What follows belongs to an exercise in optimizing a design on an open flow for small area and a short achievable clock period; a production flow would make more cautious choices. Function was checked by simulation only, so behaviour that the tests miss may differ from the original. Power figures rest on the tool's default switching activity, not on a simulated workload.

==> flow/design.v (outline; a module is shown in full before it is edited, if it fits) <==
// module mac_unit: 4234 lines
module mac_unit (
  input  wire        clk,
  input  wire        rst,        
  input  wire [3:0]  op,         
  input  wire [1:0]  acc,        
  input  wire [63:0] data,       
  input  wire [31:0] coef,       
  input  wire [5:0]  shift,      
  input  wire        rm,         
  input  wire        clr,        
  input  wire [1:0]  mask,       
  output wire [63:0] wb,         
  output wire        aovf,       
  output wire        dsat,       
  output wire [3:0]  ov          
);
  // ...
==> flow/flow/run.sh <==
#!/bin/bash
export SETUP_SLACK_MARGIN=14
bash standard.sh > standard_flow.log 2>&1
==> flow/standard.sh <==
#!/bin/bash
# synth_recipe.tcl (not shown) runs the flow's synth.tcl, then flattens the netlist and writes it again
# the make line also repeats each setting of config.mk as NAME=value (left out here)
make -C /OpenROAD-flow-scripts/flow DESIGN_CONFIG=/design/flow/config.mk WORK_HOME=/design/flow/orfs CLKGATE_MAP_FILE= SYNTH_SCRIPT=/design/flow/synth_recipe.tcl "${@:-finish}"
==> flow/config.mk <==
export PLATFORM = sky130hd
export DESIGN_NAME = mac_unit
export DESIGN_NICKNAME = mac_unit
export VERILOG_FILES = /design/flow/design.v
export SDC_FILE = /design/flow/constraint.sdc
export NUM_CORES = 4
export LEC_CHECK = 0
export CAP_MARGIN = 20
export CORE_MARGIN = 2
export CORE_UTILIZATION = 40
export SLEW_MARGIN = 20
==> flow/constraint.sdc <==
create_clock -name core_clock -period 25.0 [get_ports {clk}]
set_input_delay 5.0000 -clock core_clock [delete_from_list [all_inputs] [get_ports {clk}]]
set_output_delay 5.0000 -clock core_clock [all_outputs]
set_load 0.01 [all_outputs]
==> metrics.cfg, run 1 <==
[clocking]
clkLatencyLatePin_ns=0.78
clockBufferDepth=3
cts_tree=yes
clk_pin_slew_worst_paths_ns=0.06

[yosys]
ys.flop_type=edfxtp_1
yosysUniqueCellTypes=114
synth_area_leaders=fa_1 22%, edfxtp_1 15%, a22oi_1 10%, dfxtp_1 6.5%, xnor2_1 6.4%
synth-seq-cells=735

[critical_path]
rr_endpoint=a2[110]
cp_max_fo=20
critPathLaunch=p_sel[2]
cp_num_buf_inv=9
worst_setup_path_start_kind=flip-flop
crit-reg2reg-launch=p_sel[2]
endpoint_kind=primary output

[detailed_routing]
detail_route.wl_per_cell_um=38.66
drt-initial-drc-count=10643

[global_routing]
grt_first_pass_wirelength_mm=663.0
grtUsageMet3_pct=10.77

[placed_design]
dp.cells=11898
placed_area_um2=93240

[cells_and_area]
multi_input_area_share_pct=63.03
inverters=1095
layout_commonest_cell=a22oi_1

[floorplanning]
rows=172
die_w_um=474.4

[status]
status=timing/DRC/antenna clean

[power_and_ir_drop]
power-top-group=combinational cells

==> run 2: changes to the inputs <==
--- a/flow/design.v
+++ b/flow/design.v
@@ -4162,17 +4162,562 @@
   reg  [63:0]  wb_r;
   wire [111:0] a_cur = ({112{p_sel[0]}} & a0) | ({112{p_sel[1]}} & a1) |
                        ({112{p_sel[2]}} & a2) | ({112{p_sel[3]}} & a3);
   wire [112:0] s2 = p_sh32 ? {p_s[80:0], 32'd0} : p_s;
   wire [112:0] c2 = p_sh32 ? {p_c[80:0], 32'd0} : p_c;
   wire [112:0] ae = {a_cur[111], a_cur};
   wire [112:0] xs = ae ^ s2 ^ c2;
   wire [112:0] xc = ((ae & s2) | (ae & c2) | (s2 & c2)) << 1;
-  wire [112:0] sum = xs + xc;
+  wire [112:0] sum;
+  wire [112:0] bk_g0 = xs & xc;
+  wire [112:0] bk_p0 = xs ^ xc;
+  wire bk_G1 = bk_g0[1] | (bk_p0[1] & bk_g0[0]);
+  wire bk_P1 = bk_p0[1] & bk_p0[0];
+  wire bk_G2 = bk_g0[3] | (bk_p0[3] & bk_g0[2]);
+  wire bk_P2 = bk_p0[3] & bk_p0[2];
+  wire bk_G3 = bk_g0[5] | (bk_p0[5] & bk_g0[4]);
+  wire bk_P3 = bk_p0[5] & bk_p0[4];
+  wire bk_G4 = bk_g0[7] | (bk_p0[7] & bk_g0[6]);
+  wire bk_P4 = bk_p0[7] & bk_p0[6];
+  wire bk_G5 = bk_g0[9] | (bk_p0[9] & bk_g0[8]);
+  wire bk_P5 = bk_p0[9] & bk_p0[8];
+  wire bk_G6 = bk_g0[11] | (bk_p0[11] & bk_g0[10]);
+  wire bk_P6 = bk_p0[11] & bk_p0[10];
+  wire bk_G7 = bk_g0[13] | (bk_p0[13] & bk_g0[12]);
+  wire bk_P7 = bk_p0[13] & bk_p0[12];
+  wire bk_G8 = bk_g0[15] | (bk_p0[15] & bk_g0[14]);
+  wire bk_P8 = bk_p0[15] & bk_p0[14];
+  wire bk_G9 = bk_g0[17] | (bk_p0[17] & bk_g0[16]);
+  wire bk_P9 = bk_p0[17] & bk_p0[16];
+  wire bk_G10 = bk_g0[19] | (bk_p0[19] & bk_g0[18]);
+  wire bk_P10 = bk_p0[19] & bk_p0[18];
+  wire bk_G11 = bk_g0[21] | (bk_p0[21] & bk_g0[20]);
+  wire bk_P11 = bk_p0[21] & bk_p0[20];
+  wire bk_G12 = bk_g0[23] | (bk_p0[23] & bk_g0[22]);
+  wire bk_P12 = bk_p0[23] & bk_p0[22];
+  wire bk_G13 = bk_g0[25] | (bk_p0[25] & bk_g0[24]);
+  wire bk_P13 = bk_p0[25] & bk_p0[24];
+  wire bk_G14 = bk_g0[27] | (bk_p0[27] & bk_g0[26]);
+  wire bk_P14 = bk_p0[27] & bk_p0[26];
+  wire bk_G15 = bk_g0[29] | (bk_p0[29] & bk_g0[28]);
+  wire bk_P15 = bk_p0[29] & bk_p0[28];
+  wire bk_G16 = bk_g0[31] | (bk_p0[31] & bk_g0[30]);
+  wire bk_P16 = bk_p0[31] & bk_p0[30];
+  wire bk_G17 = bk_g0[33] | (bk_p0[33] & bk_g0[32]);
+  wire bk_P17 = bk_p0[33] & bk_p0[32];
+  wire bk_G18 = bk_g0[35] | (bk_p0[35] & bk_g0[34]);
+  wire bk_P18 = bk_p0[35] & bk_p0[34];
+  wire bk_G19 = bk_g0[37] | (bk_p0[37] & bk_g0[36]);
+  wire bk_P19 = bk_p0[37] & bk_p0[36];
+  wire bk_G20 = bk_g0[39] | (bk_p0[39] & bk_g0[38]);
+  wire bk_P20 = bk_p0[39] & bk_p0[38];
+  wire bk_G21 = bk_g0[41] | (bk_p0[41] & bk_g0[40]);
+  wire bk_P21 = bk_p0[41] & bk_p0[40];
+  wire bk_G22 = bk_g0[43] | (bk_p0[43] & bk_g0[42]);
+  wire bk_P22 = bk_p0[43] & bk_p0[42];
+  wire bk_G23 = bk_g0[45] | (bk_p0[45] & bk_g0[44]);
+  wire bk_P23 = bk_p0[45] & bk_p0[44];
+  wire bk_G24 = bk_g0[47] | (bk_p0[47] & bk_g0[46]);
+  wire bk_P24 = bk_p0[47] & bk_p0[46];
+  wire bk_G25 = bk_g0[49] | (bk_p0[49] & bk_g0[48]);
+  wire bk_P25 = bk_p0[49] & bk_p0[48];
+  wire bk_G26 = bk_g0[51] | (bk_p0[51] & bk_g0[50]);
+  wire bk_P26 = bk_p0[51] & bk_p0[50];
+  wire bk_G27 = bk_g0[53] | (bk_p0[53] & bk_g0[52]);
+  wire bk_P27 = bk_p0[53] & bk_p0[52];
+  wire bk_G28 = bk_g0[55] | (bk_p0[55] & bk_g0[54]);
+  wire bk_P28 = bk_p0[55] & bk_p0[54];
+  wire bk_G29 = bk_g0[57] | (bk_p0[57] & bk_g0[56]);
+  wire bk_P29 = bk_p0[57] & bk_p0[56];
+  wire bk_G30 = bk_g0[59] | (bk_p0[59] & bk_g0[58]);
+  wire bk_P30 = bk_p0[59] & bk_p0[58];
+  wire bk_G31 = bk_g0[61] | (bk_p0[61] & bk_g0[60]);
+  wire bk_P31 = bk_p0[61] & bk_p0[60];
+  wire bk_G32 = bk_g0[63] | (bk_p0[63] & bk_g0[62]);
+  wire bk_P32 = bk_p0[63] & bk_p0[62];
+  wire bk_G33 = bk_g0[65] | (bk_p0[65] & bk_g0[64]);
+  wire bk_P33 = bk_p0[65] & bk_p0[64];
+  wire bk_G34 = bk_g0[67] | (bk_p0[67] & bk_g0[66]);
+  wire bk_P34 = bk_p0[67] & bk_p0[66];
+  wire bk_G35 = bk_g0[69] | (bk_p0[69] & bk_g0[68]);
+  wire bk_P35 = bk_p0[69] & bk_p0[68];
+  wire bk_G36 = bk_g0[71] | (bk_p0[71] & bk_g0[70]);
+  wire bk_P36 = bk_p0[71] & bk_p0[70];
+  wire bk_G37 = bk_g0[73] | (bk_p0[73] & bk_g0[72]);
+  wire bk_P37 = bk_p0[73] & bk_p0[72];
+  wire bk_G38 = bk_g0[75] | (bk_p0[75] & bk_g0[74]);
+  wire bk_P38 = bk_p0[75] & bk_p0[74];
+  wire bk_G39 = bk_g0[77] | (bk_p0[77] & bk_g0[76]);
+  wire bk_P39 = bk_p0[77] & bk_p0[76];
+  wire bk_G40 = bk_g0[79] | (bk_p0[79] & bk_g0[78]);
+  wire bk_P40 = bk_p0[79] & bk_p0[78];
+  wire bk_G41 = bk_g0[81] | (bk_p0[81] & bk_g0[80]);
+  wire bk_P41 = bk_p0[81] & bk_p0[80];
+  wire bk_G42 = bk_g0[83] | (bk_p0[83] & bk_g0[82]);
+  wire bk_P42 = bk_p0[83] & bk_p0[82];
+  wire bk_G43 = bk_g0[85] | (bk_p0[85] & bk_g0[84]);
+  wire bk_P43 = bk_p0[85] & bk_p0[84];
+  wire bk_G44 = bk_g0[87] | (bk_p0[87] & bk_g0[86]);
+  wire bk_P44 = bk_p0[87] & bk_p0[86];
+  wire bk_G45 = bk_g0[89] | (bk_p0[89] & bk_g0[88]);
+  wire bk_P45 = bk_p0[89] & bk_p0[88];
+  wire bk_G46 = bk_g0[91] | (bk_p0[91] & bk_g0[90]);
+  wire bk_P46 = bk_p0[91] & bk_p0[90];
+  wire bk_G47 = bk_g0[93] | (bk_p0[93] & bk_g0[92]);
+  wire bk_P47 = bk_p0[93] & bk_p0[92];
+  wire bk_G48 = bk_g0[95] | (bk_p0[95] & bk_g0[94]);
+  wire bk_P48 = bk_p0[95] & bk_p0[94];
+  wire bk_G49 = bk_g0[97] | (bk_p0[97] & bk_g0[96]);
+  wire bk_P49 = bk_p0[97] & bk_p0[96];
+  wire bk_G50 = bk_g0[99] | (bk_p0[99] & bk_g0[98]);
+  wire bk_P50 = bk_p0[99] & bk_p0[98];
+  wire bk_G51 = bk_g0[101] | (bk_p0[101] & bk_g0[100]);
+  wire bk_P51 = bk_p0[101] & bk_p0[100];
+  wire bk_G52 = bk_g0[103] | (bk_p0[103] & bk_g0[102]);
+  wire bk_P52 = bk_p0[103] & bk_p0[102];
+  wire bk_G53 = bk_g0[105] | (bk_p0[105] & bk_g0[104]);
+  wire bk_P53 = bk_p0[105] & bk_p0[104];
+  wire bk_G54 = bk_g0[107] | (bk_p0[107] & bk_g0[106]);
+  wire bk_P54 = bk_p0[107] & bk_p0[106];
+  wire bk_G55 = bk_g0[109] | (bk_p0[109] & bk_g0[108]);
+  wire bk_P55 = bk_p0[109] & bk_p0[108];
+  wire bk_G56 = bk_g0[111] | (bk_p0[111] & bk_g0[110]);
+  wire bk_P56 = bk_p0[111] & bk_p0[110];
+  wire bk_G57 = bk_G2 | (bk_P2 & bk_G1);
+  wire bk_P57 = bk_P2 & bk_P1;
+  wire bk_G58 = bk_G4 | (bk_P4 & bk_G3);
+  wire bk_P58 = bk_P4 & bk_P3;
+  wire bk_G59 = bk_G6 | (bk_P6 & bk_G5);
+  wire bk_P59 = bk_P6 & bk_P5;
+  wire bk_G60 = bk_G8 | (bk_P8 & bk_G7);
+  wire bk_P60 = bk_P8 & bk_P7;
+  wire bk_G61 = bk_G10 | (bk_P10 & bk_G9);
+  wire bk_P61 = bk_P10 & bk_P9;
+  wire bk_G62 = bk_G12 | (bk_P12 & bk_G11);
+  wire bk_P62 = bk_P12 & bk_P11;
+  wire bk_G63 = bk_G14 | (bk_P14 & bk_G13);
+  wire bk_P63 = bk_P14 & bk_P13;
+  wire bk_G64 = bk_G16 | (bk_P16 & bk_G15);
+  wire bk_P64 = bk_P16 & bk_P15;
+  wire bk_G65 = bk_G18 | (bk_P18 & bk_G17);
+  wire bk_P65 = bk_P18 & bk_P17;
+  wire bk_G66 = bk_G20 | (bk_P20 & bk_G19);
+  wire bk_P66 = bk_P20 & bk_P19;
+  wire bk_G67 = bk_G22 | (bk_P22 & bk_G21);
+  wire bk_P67 = bk_P22 & bk_P21;
+  wire bk_G68 = bk_G24 | (bk_P24 & bk_G23);
+  wire bk_P68 = bk_P24 & bk_P23;
+  wire bk_G69 = bk_G26 | (bk_P26 & bk_G25);
+  wire bk_P69 = bk_P26 & bk_P25;
+  wire bk_G70 = bk_G28 | (bk_P28 & bk_G27);
+  wire bk_P70 = bk_P28 & bk_P27;
+  wire bk_G71 = bk_G30 | (bk_P30 & bk_G29);
+  wire bk_P71 = bk_P30 & bk_P29;
+  wire bk_G72 = bk_G32 | (bk_P32 & bk_G31);
+  wire bk_P72 = bk_P32 & bk_P31;
+  wire bk_G73 = bk_G34 | (bk_P34 & bk_G33);
+  wire bk_P73 = bk_P34 & bk_P33;
+  wire bk_G74 = bk_G36 | (bk_P36 & bk_G35);
+  wire bk_P74 = bk_P36 & bk_P35;
+  wire bk_G75 = bk_G38 | (bk_P38 & bk_G37);
+  wire bk_P75 = bk_P38 & bk_P37;
+  wire bk_G76 = bk_G40 | (bk_P40 & bk_G39);
+  wire bk_P76 = bk_P40 & bk_P39;
+  wire bk_G77 = bk_G42 | (bk_P42 & bk_G41);
+  wire bk_P77 = bk_P42 & bk_P41;
+  wire bk_G78 = bk_G44 | (bk_P44 & bk_G43);
+  wire bk_P78 = bk_P44 & bk_P43;
+  wire bk_G79 = bk_G46 | (bk_P46 & bk_G45);
+  wire bk_P79 = bk_P46 & bk_P45;
+  wire bk_G80 = bk_G48 | (bk_P48 & bk_G47);
+  wire bk_P80 = bk_P48 & bk_P47;
+  wire bk_G81 = bk_G50 | (bk_P50 & bk_G49);
+  wire bk_P81 = bk_P50 & bk_P49;
+  wire bk_G82 = bk_G52 | (bk_P52 & bk_G51);
+  wire bk_P82 = bk_P52 & bk_P51;
+  wire bk_G83 = bk_G54 | (bk_P54 & bk_G53);
+  wire bk_P83 = bk_P54 & bk_P53;
+  wire bk_G84 = bk_G56 | (bk_P56 & bk_G55);
+  wire bk_P84 = bk_P56 & bk_P55;
+  wire bk_G85 = bk_G58 | (bk_P58 & bk_G57);
+  wire bk_P85 = bk_P58 & bk_P57;
+  wire bk_G86 = bk_G60 | (bk_P60 & bk_G59);
+  wire bk_P86 = bk_P60 & bk_P59;
+  wire bk_G87 = bk_G62 | (bk_P62 & bk_G61);
+  wire bk_P87 = bk_P62 & bk_P61;
+  wire bk_G88 = bk_G64 | (bk_P64 & bk_G63);
+  wire bk_P88 = bk_P64 & bk_P63;
+  wire bk_G89 = bk_G66 | (bk_P66 & bk_G65);
+  wire bk_P89 = bk_P66 & bk_P65;
+  wire bk_G90 = bk_G68 | (bk_P68 & bk_G67);
+  wire bk_P90 = bk_P68 & bk_P67;
+  wire bk_G91 = bk_G70 | (bk_P70 & bk_G69);
+  wire bk_P91 = bk_P70 & bk_P69;
+  wire bk_G92 = bk_G72 | (bk_P72 & bk_G71);
+  wire bk_P92 = bk_P72 & bk_P71;
+  wire bk_G93 = bk_G74 | (bk_P74 & bk_G73);
+  wire bk_P93 = bk_P74 & bk_P73;
+  wire bk_G94 = bk_G76 | (bk_P76 & bk_G75);
+  wire bk_P94 = bk_P76 & bk_P75;
+  wire bk_G95 = bk_G78 | (bk_P78 & bk_G77);
+  wire bk_P95 = bk_P78 & bk_P77;
+  wire bk_G96 = bk_G80 | (bk_P80 & bk_G79);
+  wire bk_P96 = bk_P80 & bk_P79;
+  wire bk_G97 = bk_G82 | (bk_P82 & bk_G81);
+  wire bk_P97 = bk_P82 & bk_P81;
+  wire bk_G98 = bk_G84 | (bk_P84 & bk_G83);
+  wire bk_P98 = bk_P84 & bk_P83;
+  wire bk_G99 = bk_G86 | (bk_P86 & bk_G85);
+  wire bk_P99 = bk_P86 & bk_P85;
+  wire bk_G100 = bk_G88 | (bk_P88 & bk_G87);
+  wire bk_P100 = bk_P88 & bk_P87;
+  wire bk_G101 = bk_G90 | (bk_P90 & bk_G89);
+  wire bk_P101 = bk_P90 & bk_P89;
+  wire bk_G102 = bk_G92 | (bk_P92 & bk_G91);
+  wire bk_P102 = bk_P92 & bk_P91;
+  wire bk_G103 = bk_G94 | (bk_P94 & bk_G93);
+  wire bk_P103 = bk_P94 & bk_P93;
+  wire bk_G104 = bk_G96 | (bk_P96 & bk_G95);
+  wire bk_P104 = bk_P96 & bk_P95;
+  wire bk_G105 = bk_G98 | (bk_P98 & bk_G97);
+  wire bk_P105 = bk_P98 & bk_P97;
+  wire bk_G106 = bk_G100 | (bk_P100 & bk_G99);
+  wire bk_P106 = bk_P100 & bk_P99;
+  wire bk_G107 = bk_G102 | (bk_P102 & bk_G101);
+  wire bk_P107 = bk_P102 & bk_P101;
+  wire bk_G108 = bk_G104 | (bk_P104 & bk_G103);
+  wire bk_P108 = bk_P104 & bk_P103;
+  wire bk_G109 = bk_G107 | (bk_P107 & bk_G106);
+  wire bk_P109 = bk_P107 & bk_P106;
+  wire bk_G110 = bk_G108 | (bk_P108 & bk_G109);
+  wire bk_P110 = bk_P108 & bk_P109;
+  wire bk_G111 = bk_G101 | (bk_P101 & bk_G106);
+  wire bk_P111 = bk_P101 & bk_P106;
+  wire bk_G112 = bk_G103 | (bk_P103 & bk_G109);
+  wire bk_P112 = bk_P103 & bk_P109;
+  wire bk_G113 = bk_G105 | (bk_P105 & bk_G110);
+  wire bk_P113 = bk_P105 & bk_P110;
+  wire bk_G114 = bk_G87 | (bk_P87 & bk_G99);
+  wire bk_P114 = bk_P87 & bk_P99;
+  wire bk_G115 = bk_G89 | (bk_P89 & bk_G106);
+  wire bk_P115 = bk_P89 & bk_P106;
+  wire bk_G116 = bk_G91 | (bk_P91 & bk_G111);
+  wire bk_P116 = bk_P91 & bk_P111;
+  wire bk_G117 = bk_G93 | (bk_P93 & bk_G109);
+  wire bk_P117 = bk_P93 & bk_P109;
+  wire bk_G118 = bk_G95 | (bk_P95 & bk_G112);
+  wire bk_P118 = bk_P95 & bk_P112;
+  wire bk_G119 = bk_G97 | (bk_P97 & bk_G110);
+  wire bk_P119 = bk_P97 & bk_P110;
+  wire bk_G120 = bk_G59 | (bk_P59 & bk_G85);
+  wire bk_P120 = bk_P59 & bk_P85;
+  wire bk_G121 = bk_G61 | (bk_P61 & bk_G99);
+  wire bk_P121 = bk_P61 & bk_P99;
+  wire bk_G122 = bk_G63 | (bk_P63 & bk_G114);
+  wire bk_P122 = bk_P63 & bk_P114;
+  wire bk_G123 = bk_G65 | (bk_P65 & bk_G106);
+  wire bk_P123 = bk_P65 & bk_P106;
+  wire bk_G124 = bk_G67 | (bk_P67 & bk_G115);
+  wire bk_P124 = bk_P67 & bk_P115;
+  wire bk_G125 = bk_G69 | (bk_P69 & bk_G111);
+  wire bk_P125 = bk_P69 & bk_P111;
+  wire bk_G126 = bk_G71 | (bk_P71 & bk_G116);
+  wire bk_P126 = bk_P71 & bk_P116;
+  wire bk_G127 = bk_G73 | (bk_P73 & bk_G109);
+  wire bk_P127 = bk_P73 & bk_P109;
+  wire bk_G128 = bk_G75 | (bk_P75 & bk_G117);
+  wire bk_P128 = bk_P75 & bk_P117;
+  wire bk_G129 = bk_G77 | (bk_P77 & bk_G112);
+  wire bk_P129 = bk_P77 & bk_P112;
+  wire bk_G130 = bk_G79 | (bk_P79 & bk_G118);
+  wire bk_P130 = bk_P79 & bk_P118;
+  wire bk_G131 = bk_G81 | (bk_P81 & bk_G110);
+  wire bk_P131 = bk_P81 & bk_P110;
+  wire bk_G132 = bk_G83 | (bk_P83 & bk_G119);
+  wire bk_P132 = bk_P83 & bk_P119;
+  wire bk_G133 = bk_G3 | (bk_P3 & bk_G57);
+  wire bk_P133 = bk_P3 & bk_P57;
+  wire bk_G134 = bk_G5 | (bk_P5 & bk_G85);
+  wire bk_P134 = bk_P5 & bk_P85;
+  wire bk_G135 = bk_G7 | (bk_P7 & bk_G120);
+  wire bk_P135 = bk_P7 & bk_P120;
+  wire bk_G136 = bk_G9 | (bk_P9 & bk_G99);
+  wire bk_P136 = bk_P9 & bk_P99;
+  wire bk_G137 = bk_G11 | (bk_P11 & bk_G121);
+  wire bk_P137 = bk_P11 & bk_P121;
+  wire bk_G138 = bk_G13 | (bk_P13 & bk_G114);
+  wire bk_P138 = bk_P13 & bk_P114;
+  wire bk_G139 = bk_G15 | (bk_P15 & bk_G122);
+  wire bk_P139 = bk_P15 & bk_P122;
+  wire bk_G140 = bk_G17 | (bk_P17 & bk_G106);
+  wire bk_P140 = bk_P17 & bk_P106;
+  wire bk_G141 = bk_G19 | (bk_P19 & bk_G123);
+  wire bk_P141 = bk_P19 & bk_P123;
+  wire bk_G142 = bk_G21 | (bk_P21 & bk_G115);
+  wire bk_P142 = bk_P21 & bk_P115;
+  wire bk_G143 = bk_G23 | (bk_P23 & bk_G124);
+  wire bk_P143 = bk_P23 & bk_P124;
+  wire bk_G144 = bk_G25 | (bk_P25 & bk_G111);
+  wire bk_P144 = bk_P25 & bk_P111;
+  wire bk_G145 = bk_G27 | (bk_P27 & bk_G125);
+  wire bk_P145 = bk_P27 & bk_P125;
+  wire bk_G146 = bk_G29 | (bk_P29 & bk_G116);
+  wire bk_P146 = bk_P29 & bk_P116;
+  wire bk_G147 = bk_G31 | (bk_P31 & bk_G126);
+  wire bk_P147 = bk_P31 & bk_P126;
+  wire bk_G148 = bk_G33 | (bk_P33 & bk_G109);
+  wire bk_P148 = bk_P33 & bk_P109;
+  wire bk_G149 = bk_G35 | (bk_P35 & bk_G127);
+  wire bk_P149 = bk_P35 & bk_P127;
+  wire bk_G150 = bk_G37 | (bk_P37 & bk_G117);
+  wire bk_P150 = bk_P37 & bk_P117;
+  wire bk_G151 = bk_G39 | (bk_P39 & bk_G128);
+  wire bk_P151 = bk_P39 & bk_P128;
+  wire bk_G152 = bk_G41 | (bk_P41 & bk_G112);
+  wire bk_P152 = bk_P41 & bk_P112;
+  wire bk_G153 = bk_G43 | (bk_P43 & bk_G129);
+  wire bk_P153 = bk_P43 & bk_P129;
+  wire bk_G154 = bk_G45 | (bk_P45 & bk_G118);
+  wire bk_P154 = bk_P45 & bk_P118;
+  wire bk_G155 = bk_G47 | (bk_P47 & bk_G130);
+  wire bk_P155 = bk_P47 & bk_P130;
+  wire bk_G156 = bk_G49 | (bk_P49 & bk_G110);
+  wire bk_P156 = bk_P49 & bk_P110;
+  wire bk_G157 = bk_G51 | (bk_P51 & bk_G131);
+  wire bk_P157 = bk_P51 & bk_P131;
+  wire bk_G158 = bk_G53 | (bk_P53 & bk_G119);
+  wire bk_P158 = bk_P53 & bk_P119;
+  wire bk_G159 = bk_G55 | (bk_P55 & bk_G132);
+  wire bk_P159 = bk_P55 & bk_P132;
+  wire bk_G160 = bk_g0[2] | (bk_p0[2] & bk_G1);
+  wire bk_P160 = bk_p0[2] & bk_P1;
+  wire bk_G161 = bk_g0[4] | (bk_p0[4] & bk_G57);
+  wire bk_P161 = bk_p0[4] & bk_P57;
+  wire bk_G162 = bk_g0[6] | (bk_p0[6] & bk_G133);
+  wire bk_P162 = bk_p0[6] & bk_P133;
+  wire bk_G163 = bk_g0[8] | (bk_p0[8] & bk_G85);
+  wire bk_P163 = bk_p0[8] & bk_P85;
+  wire bk_G164 = bk_g0[10] | (bk_p0[10] & bk_G134);
+  wire bk_P164 = bk_p0[10] & bk_P134;
+  wire bk_G165 = bk_g0[12] | (bk_p0[12] & bk_G120);
+  wire bk_P165 = bk_p0[12] & bk_P120;
+  wire bk_G166 = bk_g0[14] | (bk_p0[14] & bk_G135);
+  wire bk_P166 = bk_p0[14] & bk_P135;
+  wire bk_G167 = bk_g0[16] | (bk_p0[16] & bk_G99);
+  wire bk_P167 = bk_p0[16] & bk_P99;
+  wire bk_G168 = bk_g0[18] | (bk_p0[18] & bk_G136);
+  wire bk_P168 = bk_p0[18] & bk_P136;
+  wire bk_G169 = bk_g0[20] | (bk_p0[20] & bk_G121);
+  wire bk_P169 = bk_p0[20] & bk_P121;
+  wire bk_G170 = bk_g0[22] | (bk_p0[22] & bk_G137);
+  wire bk_P170 = bk_p0[22] & bk_P137;
+  wire bk_G171 = bk_g0[24] | (bk_p0[24] & bk_G114);
+  wire bk_P171 = bk_p0[24] & bk_P114;
+  wire bk_G172 = bk_g0[26] | (bk_p0[26] & bk_G138);
+  wire bk_P172 = bk_p0[26] & bk_P138;
+  wire bk_G173 = bk_g0[28] | (bk_p0[28] & bk_G122);
+  wire bk_P173 = bk_p0[28] & bk_P122;
+  wire bk_G174 = bk_g0[30] | (bk_p0[30] & bk_G139);
+  wire bk_P174 = bk_p0[30] & bk_P139;
+  wire bk_G175 = bk_g0[32] | (bk_p0[32] & bk_G106);
+  wire bk_P175 = bk_p0[32] & bk_P106;
+  wire bk_G176 = bk_g0[34] | (bk_p0[34] & bk_G140);
+  wire bk_P176 = bk_p0[34] & bk_P140;
+  wire bk_G177 = bk_g0[36] | (bk_p0[36] & bk_G123);
+  wire bk_P177 = bk_p0[36] & bk_P123;
+  wire bk_G178 = bk_g0[38] | (bk_p0[38] & bk_G141);
+  wire bk_P178 = bk_p0[38] & bk_P141;
+  wire bk_G179 = bk_g0[40] | (bk_p0[40] & bk_G115);
+  wire bk_P179 = bk_p0[40] & bk_P115;
+  wire bk_G180 = bk_g0[42] | (bk_p0[42] & bk_G142);
+  wire bk_P180 = bk_p0[42] & bk_P142;
+  wire bk_G181 = bk_g0[44] | (bk_p0[44] & bk_G124);
+  wire bk_P181 = bk_p0[44] & bk_P124;
+  wire bk_G182 = bk_g0[46] | (bk_p0[46] & bk_G143);
+  wire bk_P182 = bk_p0[46] & bk_P143;
+  wire bk_G183 = bk_g0[48] | (bk_p0[48] & bk_G111);
+  wire bk_P183 = bk_p0[48] & bk_P111;
+  wire bk_G184 = bk_g0[50] | (bk_p0[50] & bk_G144);
+  wire bk_P184 = bk_p0[50] & bk_P144;
+  wire bk_G185 = bk_g0[52] | (bk_p0[52] & bk_G125);
+  wire bk_P185 = bk_p0[52] & bk_P125;
+  wire bk_G186 = bk_g0[54] | (bk_p0[54] & bk_G145);
+  wire bk_P186 = bk_p0[54] & bk_P145;
+  wire bk_G187 = bk_g0[56] | (bk_p0[56] & bk_G116);
+  wire bk_P187 = bk_p0[56] & bk_P116;
+  wire bk_G188 = bk_g0[58] | (bk_p0[58] & bk_G146);
+  wire bk_P188 = bk_p0[58] & bk_P146;
+  wire bk_G189 = bk_g0[60] | (bk_p0[60] & bk_G126);
+  wire bk_P189 = bk_p0[60] & bk_P126;
+  wire bk_G190 = bk_g0[62] | (bk_p0[62] & bk_G147);
+  wire bk_P190 = bk_p0[62] & bk_P147;
+  wire bk_G191 = bk_g0[64] | (bk_p0[64] & bk_G109);
+  wire bk_P191 = bk_p0[64] & bk_P109;
+  wire bk_G192 = bk_g0[66] | (bk_p0[66] & bk_G148);
+  wire bk_P192 = bk_p0[66] & bk_P148;
+  wire bk_G193 = bk_g0[68] | (bk_p0[68] & bk_G127);
+  wire bk_P193 = bk_p0[68] & bk_P127;
+  wire bk_G194 = bk_g0[70] | (bk_p0[70] & bk_G149);
+  wire bk_P194 = bk_p0[70] & bk_P149;
+  wire bk_G195 = bk_g0[72] | (bk_p0[72] & bk_G117);
+  wire bk_P195 = bk_p0[72] & bk_P117;
+  wire bk_G196 = bk_g0[74] | (bk_p0[74] & bk_G150);
+  wire bk_P196 = bk_p0[74] & bk_P150;
+  wire bk_G197 = bk_g0[76] | (bk_p0[76] & bk_G128);
+  wire bk_P197 = bk_p0[76] & bk_P128;
+  wire bk_G198 = bk_g0[78] | (bk_p0[78] & bk_G151);
+  wire bk_P198 = bk_p0[78] & bk_P151;
+  wire bk_G199 = bk_g0[80] | (bk_p0[80] & bk_G112);
+  wire bk_P199 = bk_p0[80] & bk_P112;
+  wire bk_G200 = bk_g0[82] | (bk_p0[82] & bk_G152);
+  wire bk_P200 = bk_p0[82] & bk_P152;
+  wire bk_G201 = bk_g0[84] | (bk_p0[84] & bk_G129);
+  wire bk_P201 = bk_p0[84] & bk_P129;
+  wire bk_G202 = bk_g0[86] | (bk_p0[86] & bk_G153);
+  wire bk_P202 = bk_p0[86] & bk_P153;
+  wire bk_G203 = bk_g0[88] | (bk_p0[88] & bk_G118);
+  wire bk_P203 = bk_p0[88] & bk_P118;
+  wire bk_G204 = bk_g0[90] | (bk_p0[90] & bk_G154);
+  wire bk_P204 = bk_p0[90] & bk_P154;
+  wire bk_G205 = bk_g0[92] | (bk_p0[92] & bk_G130);
+  wire bk_P205 = bk_p0[92] & bk_P130;
+  wire bk_G206 = bk_g0[94] | (bk_p0[94] & bk_G155);
+  wire bk_P206 = bk_p0[94] & bk_P155;
+  wire bk_G207 = bk_g0[96] | (bk_p0[96] & bk_G110);
+  wire bk_P207 = bk_p0[96] & bk_P110;
+  wire bk_G208 = bk_g0[98] | (bk_p0[98] & bk_G156);
+  wire bk_P208 = bk_p0[98] & bk_P156;
+  wire bk_G209 = bk_g0[100] | (bk_p0[100] & bk_G131);
+  wire bk_P209 = bk_p0[100] & bk_P131;
+  wire bk_G210 = bk_g0[102] | (bk_p0[102] & bk_G157);
+  wire bk_P210 = bk_p0[102] & bk_P157;
+  wire bk_G211 = bk_g0[104] | (bk_p0[104] & bk_G119);
+  wire bk_P211 = bk_p0[104] & bk_P119;
+  wire bk_G212 = bk_g0[106] | (bk_p0[106] & bk_G158);
+  wire bk_P212 = bk_p0[106] & bk_P158;
+  wire bk_G213 = bk_g0[108] | (bk_p0[108] & bk_G132);
+  wire bk_P213 = bk_p0[108] & bk_P132;
+  wire bk_G214 = bk_g0[110] | (bk_p0[110] & bk_G159);
+  wire bk_P214 = bk_p0[110] & bk_P159;
+  wire bk_G215 = bk_g0[112] | (bk_p0[112] & bk_G113);
+  wire bk_P215 = bk_p0[112] & bk_P113;
+  assign sum[0] = bk_p0[0];
+  assign sum[1] = bk_p0[1] ^ bk_g0[0];
+  assign sum[2] = bk_p0[2] ^ bk_G1;
+  assign sum[3] = bk_p0[3] ^ bk_G160;
+  assign sum[4] = bk_p0[4] ^ bk_G57;
+  assign sum[5] = bk_p0[5] ^ bk_G161;
+  assign sum[6] = bk_p0[6] ^ bk_G133;
+  assign sum[7] = bk_p0[7] ^ bk_G162;
+  assign sum[8] = bk_p0[8] ^ bk_G85;
+  assign sum[9] = bk_p0[9] ^ bk_G163;
+  assign sum[10] = bk_p0[10] ^ bk_G134;
+  assign sum[11] = bk_p0[11] ^ bk_G164;
+  assign sum[12] = bk_p0[12] ^ bk_G120;
+  assign sum[13] = bk_p0[13] ^ bk_G165;
+  assign sum[14] = bk_p0[14] ^ bk_G135;
+  assign sum[15] = bk_p0[15] ^ bk_G166;
+  assign sum[16] = bk_p0[16] ^ bk_G99;
+  assign sum[17] = bk_p0[17] ^ bk_G167;
+  assign sum[18] = bk_p0[18] ^ bk_G136;
+  assign sum[19] = bk_p0[19] ^ bk_G168;
+  assign sum[20] = bk_p0[20] ^ bk_G121;
+  assign sum[21] = bk_p0[21] ^ bk_G169;
+  assign sum[22] = bk_p0[22] ^ bk_G137;
+  assign sum[23] = bk_p0[23] ^ bk_G170;
+  assign sum[24] = bk_p0[24] ^ bk_G114;
+  assign sum[25] = bk_p0[25] ^ bk_G171;
+  assign sum[26] = bk_p0[26] ^ bk_G138;
+  assign sum[27] = bk_p0[27] ^ bk_G172;
+  assign sum[28] = bk_p0[28] ^ bk_G122;
+  assign sum[29] = bk_p0[29] ^ bk_G173;
+  assign sum[30] = bk_p0[30] ^ bk_G139;
+  assign sum[31] = bk_p0[31] ^ bk_G174;
+  assign sum[32] = bk_p0[32] ^ bk_G106;
+  assign sum[33] = bk_p0[33] ^ bk_G175;
+  assign sum[34] = bk_p0[34] ^ bk_G140;
+  assign sum[35] = bk_p0[35] ^ bk_G176;
+  assign sum[36] = bk_p0[36] ^ bk_G123;
+  assign sum[37] = bk_p0[37] ^ bk_G177;
+  assign sum[38] = bk_p0[38] ^ bk_G141;
+  assign sum[39] = bk_p0[39] ^ bk_G178;
+  assign sum[40] = bk_p0[40] ^ bk_G115;
+  assign sum[41] = bk_p0[41] ^ bk_G179;
+  assign sum[42] = bk_p0[42] ^ bk_G142;
+  assign sum[43] = bk_p0[43] ^ bk_G180;
+  assign sum[44] = bk_p0[44] ^ bk_G124;
+  assign sum[45] = bk_p0[45] ^ bk_G181;
+  assign sum[46] = bk_p0[46] ^ bk_G143;
+  assign sum[47] = bk_p0[47] ^ bk_G182;
+  assign sum[48] = bk_p0[48] ^ bk_G111;
+  assign sum[49] = bk_p0[49] ^ bk_G183;
+  assign sum[50] = bk_p0[50] ^ bk_G144;
+  assign sum[51] = bk_p0[51] ^ bk_G184;
+  assign sum[52] = bk_p0[52] ^ bk_G125;
+  assign sum[53] = bk_p0[53] ^ bk_G185;
+  assign sum[54] = bk_p0[54] ^ bk_G145;
+  assign sum[55] = bk_p0[55] ^ bk_G186;
+  assign sum[56] = bk_p0[56] ^ bk_G116;
+  assign sum[57] = bk_p0[57] ^ bk_G187;
+  assign sum[58] = bk_p0[58] ^ bk_G146;
+  assign sum[59] = bk_p0[59] ^ bk_G188;
+  assign sum[60] = bk_p0[60] ^ bk_G126;
+  assign sum[61] = bk_p0[61] ^ bk_G189;
+  assign sum[62] = bk_p0[62] ^ bk_G147;
+  assign sum[63] = bk_p0[63] ^ bk_G190;
+  assign sum[64] = bk_p0[64] ^ bk_G109;
+  assign sum[65] = bk_p0[65] ^ bk_G191;
+  assign sum[66] = bk_p0[66] ^ bk_G148;
+  assign sum[67] = bk_p0[67] ^ bk_G192;
+  assign sum[68] = bk_p0[68] ^ bk_G127;
+  assign sum[69] = bk_p0[69] ^ bk_G193;
+  assign sum[70] = bk_p0[70] ^ bk_G149;
+  assign sum[71] = bk_p0[71] ^ bk_G194;
+  assign sum[72] = bk_p0[72] ^ bk_G117;
+  assign sum[73] = bk_p0[73] ^ bk_G195;
+  assign sum[74] = bk_p0[74] ^ bk_G150;
+  assign sum[75] = bk_p0[75] ^ bk_G196;
+  assign sum[76] = bk_p0[76] ^ bk_G128;
+  assign sum[77] = bk_p0[77] ^ bk_G197;
+  assign sum[78] = bk_p0[78] ^ bk_G151;
+  assign sum[79] = bk_p0[79] ^ bk_G198;
+  assign sum[80] = bk_p0[80] ^ bk_G112;
+  assign sum[81] = bk_p0[81] ^ bk_G199;
+  assign sum[82] = bk_p0[82] ^ bk_G152;
+  assign sum[83] = bk_p0[83] ^ bk_G200;
+  assign sum[84] = bk_p0[84] ^ bk_G129;
+  assign sum[85] = bk_p0[85] ^ bk_G201;
+  assign sum[86] = bk_p0[86] ^ bk_G153;
+  assign sum[87] = bk_p0[87] ^ bk_G202;
+  assign sum[88] = bk_p0[88] ^ bk_G118;
+  assign sum[89] = bk_p0[89] ^ bk_G203;
+  assign sum[90] = bk_p0[90] ^ bk_G154;
+  assign sum[91] = bk_p0[91] ^ bk_G204;
+  assign sum[92] = bk_p0[92] ^ bk_G130;
+  assign sum[93] = bk_p0[93] ^ bk_G205;
+  assign sum[94] = bk_p0[94] ^ bk_G155;
+  assign sum[95] = bk_p0[95] ^ bk_G206;
+  assign sum[96] = bk_p0[96] ^ bk_G110;
+  assign sum[97] = bk_p0[97] ^ bk_G207;
+  assign sum[98] = bk_p0[98] ^ bk_G156;
+  assign sum[99] = bk_p0[99] ^ bk_G208;
+  assign sum[100] = bk_p0[100] ^ bk_G131;
+  assign sum[101] = bk_p0[101] ^ bk_G209;
+  assign sum[102] = bk_p0[102] ^ bk_G157;
+  assign sum[103] = bk_p0[103] ^ bk_G210;
+  assign sum[104] = bk_p0[104] ^ bk_G119;
+  assign sum[105] = bk_p0[105] ^ bk_G211;
+  assign sum[106] = bk_p0[106] ^ bk_G158;
+  assign sum[107] = bk_p0[107] ^ bk_G212;
+  assign sum[108] = bk_p0[108] ^ bk_G132;
+  assign sum[109] = bk_p0[109] ^ bk_G213;
+  assign sum[110] = bk_p0[110] ^ bk_G159;
+  assign sum[111] = bk_p0[111] ^ bk_G214;
+  assign sum[112] = bk_p0[112] ^ bk_G113;
   wire         ovf = sum[112] ^ sum[111];
   wire [111:0] sum_sat = ovf ? {sum[112], {111{~sum[112]}}} : sum[111:0];
   wire [5:0]   s = p_shift;
   wire         ovk  = |(p_sel & ov_r);
   wire         dirk = |(p_sel & dir_r);
   wire         sg   = a_cur[111];
   wire [176:0] e0  = {{64{sg}}, a_cur, 1'b0};
   wire [95:0]  e32 = s[5] ? e0[127:32] : e0[95:0];
==> flow/flow/run.sh (replaced) <==
#!/bin/bash
# The standard layout (standard.sh) in three parts:
#  1. the standard synthesis, unchanged (standard.sh synth);
#  2. flow/polarity.py: full adders are self-dual, so each fa cell may compute
#     on complemented inputs and outputs; the script picks that per cell to
#     need as few inverters between adders as possible and rebuilds the
#     inverters. Registers and every register input and output port function
#     are unchanged; the netlist is then loaded again (1_synth);
#  3. ORFS floorplan to finish, with SETUP_SLACK_MARGIN=14 in the environment:
#     repair_timing works towards 14 ns of setup slack instead of 0, so it
#     improves the paths that set the achieved period.
# The clock, the constraints and the flow scripts are unchanged. Each tool's
# output goes to a log here; ORFS's per-step logs are in orfs/logs.
set -e
export SETUP_SLACK_MARGIN=14
R=orfs/results/sky130hd/mac_unit/base
bash standard.sh synth > synth_flow.log 2>&1
cp $R/1_2_yosys.v $R/1_2_yosys.std.v
python3 flow/polarity.py $R/1_2_yosys.std.v $R/1_2_yosys.v > polarity.log 2>&1
bash standard.sh do-1_synth > synth_odb_flow.log 2>&1
bash standard.sh > standard_flow.log 2>&1
==> flow/flow/polarity.py (new file) <==
#!/usr/bin/env python3
"""Full-adder polarity assignment on a mapped sky130 netlist.

A full adder is self-dual: FA(~a,~b,~c) = (~SUM, ~COUT). Synthesis leaves
inverters between chained full adders; this pass chooses, for each fa cell,
whether it computes on complemented signals, so that as few inverters as
possible are needed, and rebuilds the inverters accordingly. The logic
function of every register input and output port is unchanged.

usage: polarity.py IN.v OUT.v
"""
import re, sys, random

src = open(sys.argv[1]).read()
OUTPINS = {"Y", "X", "Q", "Q_N", "SUM", "COUT", "HI", "LO"}
INV_RE = re.compile(r"sky130_fd_sc_hd__(inv|clkinv)_\d+$")
FA_RE = re.compile(r"sky130_fd_sc_hd__fa_\d+$")

mod_start = src.index("module ")
hdr_end = src.index(";", mod_start) + 1
body_end = src.rindex("endmodule")

port_nets = set()
for m in re.finditer(r"^\s*(input|output)\s+(\[\d+:\d+\]\s+)?(\S+)\s*;", src, re.M):
    rng, name = m.group(2), m.group(3)
    if rng:
        hi, lo = map(int, re.findall(r"\d+", rng))
        for i in range(min(hi, lo), max(hi, lo) + 1):
            port_nets.add(f"{name}[{i}]")
    port_nets.add(name)
if re.search(r"^\s*assign\s", src, re.M):
    sys.exit("netlist has assign statements; not handled")

cell_re = re.compile(r"^\s*(sky130_fd_sc_hd__\w+)\s+(\S+)\s*\((.*?)\);\s*$", re.M | re.S)
pin_re = re.compile(r"\.(\w+)\(\s*(.*?)\s*\)(?=\s*[,)]|\s*$)", re.S)
cells = []
spans = []
for m in cell_re.finditer(src):
    typ, name, pins = m.group(1), m.group(2), m.group(3)
    pl = []
    for pm in re.finditer(r"\.(\w+)\(([^()]*)\)", pins):
        net = pm.group(2).strip()
        pl.append([pm.group(1), net])
    cells.append([typ, name, pl])
    spans.append((m.start(), m.end()))

def key(net):
    # escaped names end with a space in the text; compare stripped
    return net.strip()

driver = {}
loads = {}
for ci, (typ, name, pl) in enumerate(cells):
    for pi, (p, n) in enumerate(pl):
        if p in OUTPINS:
            driver[key(n)] = (ci, pi)
        else:
            loads.setdefault(key(n), []).append((ci, pi))

is_inv = [bool(INV_RE.match(c[0])) for c in cells]
is_fa = [bool(FA_RE.match(c[0])) for c in cells]
removable = [False] * len(cells)
for ci, c in enumerate(cells):
    if is_inv[ci]:
        out = key(c[2][[p for p, _ in c[2]].index("Y")][1])
        if out not in port_nets:
            removable[ci] = True

def pin_net(ci, p):
    for q, n in cells[ci][2]:
        if q == p:
            return n
    raise KeyError(p)

def root_of(net):
    par = 0
    seen = 0
    while True:
        d = driver.get(key(net))
        if d is None or not removable[d[0]]:
            return net, par
        net = pin_net(d[0], "A")
        par ^= 1
        seen += 1
        if seen > 100:
            sys.exit("inverter loop")

# logical loads: every input pin of a kept cell
rl = {}          # root key -> list of (ci, pi, parity)
rootname = {}
for ci, c in enumerate(cells):
    if removable[ci]:
        continue
    for pi, (p, n) in enumerate(c[2]):
        if p in OUTPINS:
            continue
        r, par = root_of(n)
        rl.setdefault(key(r), []).append((ci, pi, par))
        rootname[key(r)] = r

def drv_cell(rk):
    d = driver.get(rk)
    return None if d is None else d[0]

f = [0] * len(cells)
def cost_root(rk):
    dc = drv_cell(rk)
    fd = f[dc] if dc is not None else 0
    for ci, pi, par in rl[rk]:
        if par ^ f[ci] ^ fd:
            return 1
    return 0

fa_roots = {}
for ci in range(len(cells)):
    if not is_fa[ci]:
        continue
    rs = set()
    for p, n in cells[ci][2]:
        if p in OUTPINS:
            if key(n) in rl:
                rs.add(key(n))
        else:
            rs.add(key(root_of(n)[0]))
    fa_roots[ci] = rs

before = sum(cost_root(rk) for rk in rl)
n_inv_before = sum(removable)
random.seed(1)
order = list(fa_roots)
import math
cur = before
best = cur
bestf = f[:]
T = 1.0
moves = 300000
for mv in range(moves):
    T = 1.5 * (1 - mv / moves) + 0.01
    ci = random.choice(order)
    rs = fa_roots[ci]
    c0 = sum(cost_root(r) for r in rs)
    f[ci] ^= 1
    c1 = sum(cost_root(r) for r in rs)
    d = c1 - c0
    if d <= 0 or random.random() < math.exp(-d / T):
        cur += d
        if cur < best:
            best = cur
            bestf = f[:]
    else:
        f[ci] ^= 1
f = bestf
after = sum(cost_root(rk) for rk in rl)
sys.stderr.write(f"removable inverters {n_inv_before}; inverters needed before {before}, after {after}; flipped {sum(f)}\n")

# rebuild
def esc(n):
    n = n.strip()
    return n + " " if n.startswith("\\") else n

newcells = []
ninv = 0
newwires = []
for rk, lst in rl.items():
    dc = drv_cell(rk)
    fd = f[dc] if dc is not None else 0
    inv_loads = [(ci, pi) for ci, pi, par in lst if par ^ f[ci] ^ fd]
    pos_loads = [(ci, pi) for ci, pi, par in lst if not (par ^ f[ci] ^ fd)]
    rn = rootname[rk]
    for ci, pi in pos_loads:
        cells[ci][2][pi][1] = rn
    if inv_loads:
        ninv += 1
        w = f"_polinv{ninv}_"
        newwires.append(w)
        newcells.append(f"  sky130_fd_sc_hd__inv_1 _polinvc{ninv}_ (\n    .A({esc(rn)}),\n    .Y({w})\n  );\n")
        for ci, pi in inv_loads:
            cells[ci][2][pi][1] = w

out = [src[:spans[0][0]]]
# declare new wires right after the header declarations
decl = "".join(f"  wire {w};\n" for w in newwires)
out[0] = out[0] + decl
for ci, c in enumerate(cells):
    if removable[ci]:
        continue
    typ, name, pl = c
    pins = ",\n".join(f"    .{p}({esc(n)})" for p, n in pl)
    out.append(f"  {typ} {name} (\n{pins}\n  );\n")
out.extend(newcells)
out.append(src[spans[-1][1]:])
open(sys.argv[2], "w").write("".join(out))
sys.stderr.write(f"wrote {ninv} inverters\n")
==> flow/config.mk (replaced) <==
export PLATFORM = sky130hd
export DESIGN_NAME = mac_unit
export DESIGN_NICKNAME = mac_unit
export VERILOG_FILES = /design/flow/design.v
export SDC_FILE = /design/flow/constraint.sdc
export NUM_CORES = 4
export LEC_CHECK = 0
export CAP_MARGIN = 20
export CORE_MARGIN = 2
export CORE_UTILIZATION = 50
export SLEW_MARGIN = 20
export TNS_END_PERCENT = 5
==> run 2 against run 1 <==
- core utilization up 10 points
- die area down 22%
- clock skew up 0.021 ns
- setup slack worse by 0.097 ns
- register-to-register slack better by 0.88 ns
- critical path depth down 12
- synthesized cell count down 5.8%
- sequential power down 3%
- flip-flop and latch count unchanged
- design area down 5.1%
- non-clock buffer count down 93
==> metrics.cfg, run 2 <==
[status]
status=timing/DRC/antenna clean

[floorplanning]
die_w_um=419.1  ; -12%
pin_count=184
die_y_um=419.1
core-area_um2=171400
die-area_um2=175600
rows=152  ; -12%
initial_core_util_pct=50.27

[detailed_routing]
via_per_inst=7.140
ant_nets=0
detail_route.wl_per_cell_um=39.03  ; +0.94%
num_vias=79735
drt-initial-drc-count=12002  ; +13%
first_pass_iters=9
drc=0
postRouteWirelength_mm=435.8

[yosys]
synth_warnings=1
syn_area_um2=86140
synthCells=8791
synth_nets=10107
syn_area_per_cell_um2=9.799

[critical_path]
cp.required_ns=20.00
critPathLaunch=p_shift[2]
cp_max_fo=39  ; +95%
crit_type=flip-flop to primary output
endpoint_kind=primary output
cp.arrival_ns=6.50
crit-reg2reg-launch=p_sel[0]
worst_setup_path_start_kind=flip-flop

[cells_and_area]
areaGrowthSynthToFinish_pct=13.85
nFillCells=15046
finalNonFillerCells=11168
layout_commonest_cell=a22oi_1
layout_common_cells=1216 x a22oi_1, 998 x fa_1, 666 x inv_1
nNetsFinal=10092
drive_gt1_share_pct=13.99

[placed_design]
hpwl_mm=287.3
routabilityCongestion=1.103
dp.cells=10738  ; -9.7%
dp_slack_ns=11.20
place.port_buffers=183

[power_and_ir_drop]
p_leak_nw=37.49
vdd_drop_max_mv=0.3102
power_density_nw_per_um2=169.1

[sta]
holdWs_ns=0.4710
hold_violations=0
setup-tns-final_ns=0
fin_ws_ns=13.50
rsz0062_at_grt=true
drv_slew=0
finalSetupViolCount=0
finalCriticalPeriod_ns=11.50
slew_headroom_pct=17.37
tightestPinTransition_ns=1.235
period_share_pct=45.99
max_freq_mhz=86.97
finClkSkew_ns=0.08695

[flow_run]
drv_cap=0

[global_routing]
grt_first_pass_wirelength_mm=606.3  ; -8.6%
grt_overflow=0
grt_max_degree=80
antenna_found_initial=32
grt_pass1_vias=78572
track_usage_pct=48.91

[clocking]
cts_tree=yes
htreeDepth=3
cts.sinks=735
clk_pin_slew_worst_paths_ns=0.06  ; about the same
clockBufferDepth=3  ; unchanged
cts-hold-fix-buffers=0
clkLatencyLatePin_ns=0.77  ; about the same
root_buffer=clkbuf_16
cts_buffers=80

[hold_path]
hold_class=flip-flop to flip-flop
worstHoldStart=wb_r[31]

-- run 2: cell types whose count changed in the layout (fill, tap and decap cells not counted), sizes merged, moves of 33 or more --
| cell | previous run | this run |
|---|---|---|
| inv | 1080 | 691 |
| nor2 | 286 | 337 |
| fa | 964 | 1002 |
| a22oi | 1225 | 1258 |
| dlygate4sd2 | 7 | 58 |
| buf | 636 | 527 |
| nor2b | 76 | 33 |
| a21oi | 393 | 286 |
| mux2 | 64 | 14 |
| maj3 | 0 | 60 |
-- run 2: power breakdown --
group	total (mW)	leakage, nW	internal (mW)	switching (mW)
clock	1.24	1.33	0.678	0.564
sequential	2.23	7.16	1.85	0.378
combinational	13.1	29.0	5.06	8.06
-- run 2: repair_timing --
item / CTS / global route
gates resized for setup: 563 / 66
endpoints found under the setup margin: 169 / 173
setup buffers: 205 / 23
pin swaps: 98 / 23
cloned: 34 / 1
-- run 2: through the flow --
step / utilization [%] / cell area, µm² / total power, mW
CTS: 56.93 / 97550 / 16.03
detailed placement: 52.65 / 90220 / 14.60
global placement: 52.60 / 90140 / 14.26
finish: 57.23 / 98070 / 16.59
global route: 57.21 / 98040 / 17.62
floorplan: - / 86140 / 9.303
-- run 2: layer usage --
metal	global-route usage (%)	vias up	wire length, µm
met5	0	-	69
met4	36.55	10	42090
met3	17.02	2050	58720
met2	73.13	6927	187100
met1	58.03	39642	147800
li1	-	31106	-
-- run 2: critical path, cell delays in order, from the launching register on --
cell and delay (ns):
dfxtp_4 0.50, buf_4 0.39, nor2_1 0.93, nand2_1 0.53, nor2_1 0.44, o211ai_1 0.15
a222oi_1 0.87, nand2_1 0.13, o41ai_1 0.73, a21oi_1 0.09, nor3_1 0.19, a311oi_1 0.15
a21oi_1 0.28, nor2_1 0.07, dlygate4sd2_1 0.29
-- run 2: final timing paths --
| kind | to | slack [ns] | cells after the start |
|---|---|---|---|
| max reg2reg | a1[69] | 17.59 | 26 |
| min | wb_r[31] | 0.47 | 2 |
| min reg2reg | wb_r[31] | 0.47 | 2 |
| max | wb[0] | 13.50 | 14 |
-- run 2: layout make-up --
| type | count | area [µm²] | area share (%) |
|---|---|---|---|
| multi-input combinational | 6541 | 63310 | 64.56 |
| timing repair buffer | 706 | 7034 | 7.173 |
| tap | 2310 | 2890 | 2.947 |
| clock inverter | 44 | 510.5 | 0.5206 |
| antenna | 17 | 42.54 | 0.04338 |
| clock buffer | 103 | 2233 | 2.277 |
| sequential | 735 | 19240 | 19.62 |
| inverter | 712 | 2803 | 2.858 |
==> run 3: changes to the inputs <==
--- a/flow/config.mk
+++ b/flow/config.mk
@@ -10,2 +10,3 @@
 export CORE_UTILIZATION = 50
+export CTS_BUF_LIST = sky130_fd_sc_hd__clkbuf_8
 export SLEW_MARGIN = 20
==> run 3 against run 2 <==
- via count is 1.4% higher
- wire length grew 1.7%
- die area unchanged
- global-route usage grew 0.25 points
- still clean
- core utilization up 1.1 points
- critical path type unchanged
- synthesized area unchanged
- largest power group unchanged
- combinational power about the same
- first-iteration DRC count grew 7.0%
==> metrics.cfg, run 3 <==
[status]
status=timing/DRC/antenna clean

[power_and_ir_drop]
vdd_drop_max_mv=0.3270  ; +5.4%
power_density_nw_per_um2=165.8  ; -2.0%
p_leak_nw=38.52  ; +2.8%
power_mw=16.59  ; about the same

[detailed_routing]
num_vias=80824  ; +1.4%
ant_nets=0  ; unchanged
drc=0  ; unchanged
first_pass_iters=7  ; -2
drt-initial-drc-count=12841  ; +7.0%
detail_route.wl_per_cell_um=38.87  ; -0.39%
via_per_inst=7.086  ; -0.75%
postRouteWirelength_mm=443.4  ; +1.7%

[floorplanning]
rows=152  ; unchanged
pin_count=184  ; unchanged
die_w_um=419.1  ; unchanged
initial_core_util_pct=50.27  ; unchanged
die-area_um2=175600  ; unchanged
die_y_um=419.1  ; unchanged
core-area_um2=171400  ; unchanged

[clocking]
cts_tree=yes
root_buffer=clkbuf_8
cts.sinks=735  ; unchanged
cts_buffers=130  ; +63%
clockBufferDepth=3  ; unchanged
clkLatencyLatePin_ns=0.96  ; +0.19 ns
htreeDepth=4  ; +1
clk_pin_slew_worst_paths_ns=0.06  ; about the same
cts-hold-fix-buffers=0  ; unchanged

[sta]
finalSetupViolCount=0  ; unchanged
finClkSkew_ns=0.08293  ; -0.004017 ns
rsz0062_at_grt=true
setup-tns-final_ns=0  ; unchanged
drv_slew=0  ; unchanged
hold_violations=0  ; unchanged
slew_headroom_pct=19.96  ; +2.6 points
max_freq_mhz=84.71  ; -2.6%
tightestPinTransition_ns=1.201  ; -0.03428 ns
finalCriticalPeriod_ns=11.81  ; +0.3078 ns
period_share_pct=47.22  ; +1.2 points

[yosys]
synth_warnings=1  ; unchanged
synthCells=8791  ; unchanged
synth_nets=10107  ; unchanged
syn_area_um2=86140  ; unchanged
syn_area_per_cell_um2=9.799  ; unchanged

[critical_path]
cp_max_fo=39  ; unchanged
crit-reg2reg-launch=p_sel[2]
reg2reg_depth=26  ; unchanged
endpoint_kind=primary output
critPathLaunch=p_shift[2]
cp.required_ns=20.00  ; about the same
worst_setup_path_start_kind=flip-flop
rr_endpoint=a2[69]
rrSetupSlack_ns=17.59  ; about the same
crit_type=flip-flop to primary output
cp.arrival_ns=6.81  ; +0.31 ns

[placed_design]
routabilityCongestion=1.103  ; unchanged
place.port_buffers=183  ; unchanged
hpwl_mm=287.3  ; unchanged

[global_routing]
grt_max_degree=80  ; unchanged
grt_overflow=0  ; unchanged
grt_first_pass_wirelength_mm=608.6  ; +0.38%
antenna_found_initial=38  ; +19%
grt_pass1_vias=78979  ; +0.52%
track_usage_pct=49.16  ; +0.25 points

[hold_path]
worstHoldStart=wb_r[31]
whs_path_depth=2  ; unchanged
hold_class=flip-flop to flip-flop
hold_end=wb_r[31]

[cells_and_area]
areaGrowthSynthToFinish_pct=16.12
drive_gt1_share_pct=16.99  ; +3.0 points
nNetsFinal=10288  ; +1.9%
layout_common_cells=1195 x a22oi_1, 996 x fa_1, 694 x inv_1
layout_commonest_cell=a22oi_1

[flow_run]
drv_cap=0  ; unchanged

==> run 3: cell count changes in the layout (fill, tap and decap cells not counted), moves of 14 or more <==
cell	change
a22oi_1	-21
buf_4	+105
inv_1	+28
buf_12	+16
a22oi_2	+21
clkbuf_8	+136
buf_6	+14
dlygate4sd2_1	-14
clkbuf_16	-73
a21oi_1	-14
==> run 3: repair_timing <==
action | in CTS | in global routing
setup buffers | 237 | 130
cloned | 33 | 11
pin swaps | 112 | 105
resized for setup | 612 | 200
endpoints found under the setup margin | 150 | 175
==> run 3: layout make-up <==
type                    instances  area [µm²]
clock buffers                 142        1954
clock inverters                88       653.1
well taps                    2310        2890
repair buffers                851        8569
flip-flops and latches        735       19240
inverters                     712        2799
fillers                     14938       71330
multi-input cells            6542       63850
diodes                         26       65.06
==> run 3: worst max-delay path by stage <==
stage,endpoint,slack (ns),cells after the start
2_1_floorplan,p_c[69],14.27,17
3_3_place_gp,ov[3],10.03,22
3_5_place_dp,aovf,11.20,23
4_1_cts,aovf,13.61,26
5_1_grt,ov[2],13.44,23
6_report,wb[0],13.19,14
==> run 3: stage by stage <==
step | utilization, % | instance area [µm²] | hold slack [ns] | setup slack [ns] | cells
floorplan | - | 86140 | 0.4440 | 14.27 | 8791
global placement | 52.60 | 90140 | 0.4567 | 10.03 | 10735
detailed placement | 52.65 | 90220 | 0.4660 | 11.20 | 10738
CTS | 57.04 | 97740 | 0.4752 | 13.61 | 11238
global route | 58.35 | 99980 | 0.5037 | 13.44 | 11391
finish | 58.37 | 100000 | 0.4713 | 13.19 | 11406
==> run 3: worst max-delay path: stages (launching register included) <==
cell and delay, ns:
dfxtp_4 0.51, buf_4 0.38, nor2_1 0.87, nand2_1 0.54, nor2_1 0.46, o211ai_1 0.17
a222oi_1 0.93, nand2_1 0.15, o41ai_1 0.72, a21oi_1 0.09, nor3_1 0.26, a311oi_2 0.15
a21oi_2 0.24, nor2_1 0.06, dlygate4sd2_1 0.29
==> run 3: report_power, final <==
group,switching (mW),internal (mW)
clock,0.567,0.596
sequential,0.382,1.85
combinational,8.08,5.11
==> run 3: routing by layer <==
layer,global-route usage [%],share of wire [%],up-vias
li1,-,-,31519
met1,58.28,34,40025
met2,72.87,42,7135
met3,17.26,14,2121
met4,38.00,10,24
met5,0.05557,0.043,-

[separate check: timing with driven ports]
The flow's constraints put no driver on any port. The routed layouts listed below were extracted and timed again, unchanged, in two steps.
Step 1, drivers: a clkbuf_16 drives clk and a buf_2 each remaining input, both assumed.
Step 2 times the ports against the registers' clock, not the clock port: input delays grow and output delays shrink by t, the midpoint of the rising clock arrivals with the driver on.
a / b / c = ideal ports / drivers / drivers and shift; a / b = the first two.
run | t (ns) | slack for setup (ns) | latest minus earliest clock arrival (ns)
run 1 | 0.842 | 13.599 / 13.508 / 13.234 | 0.067 / 0.066
run 2 | 0.807 | 13.502 / 13.421 / 12.913 | 0.087 / 0.087
run 3 | 0.997 | 13.195 / 13.111 / 12.838 | 0.083 / 0.083
After both steps every run listed still meets setup and hold. For run 2, which loses most, drivers alone change the setup slack by -0.081 ns; drivers and shift together by -0.589 ns.
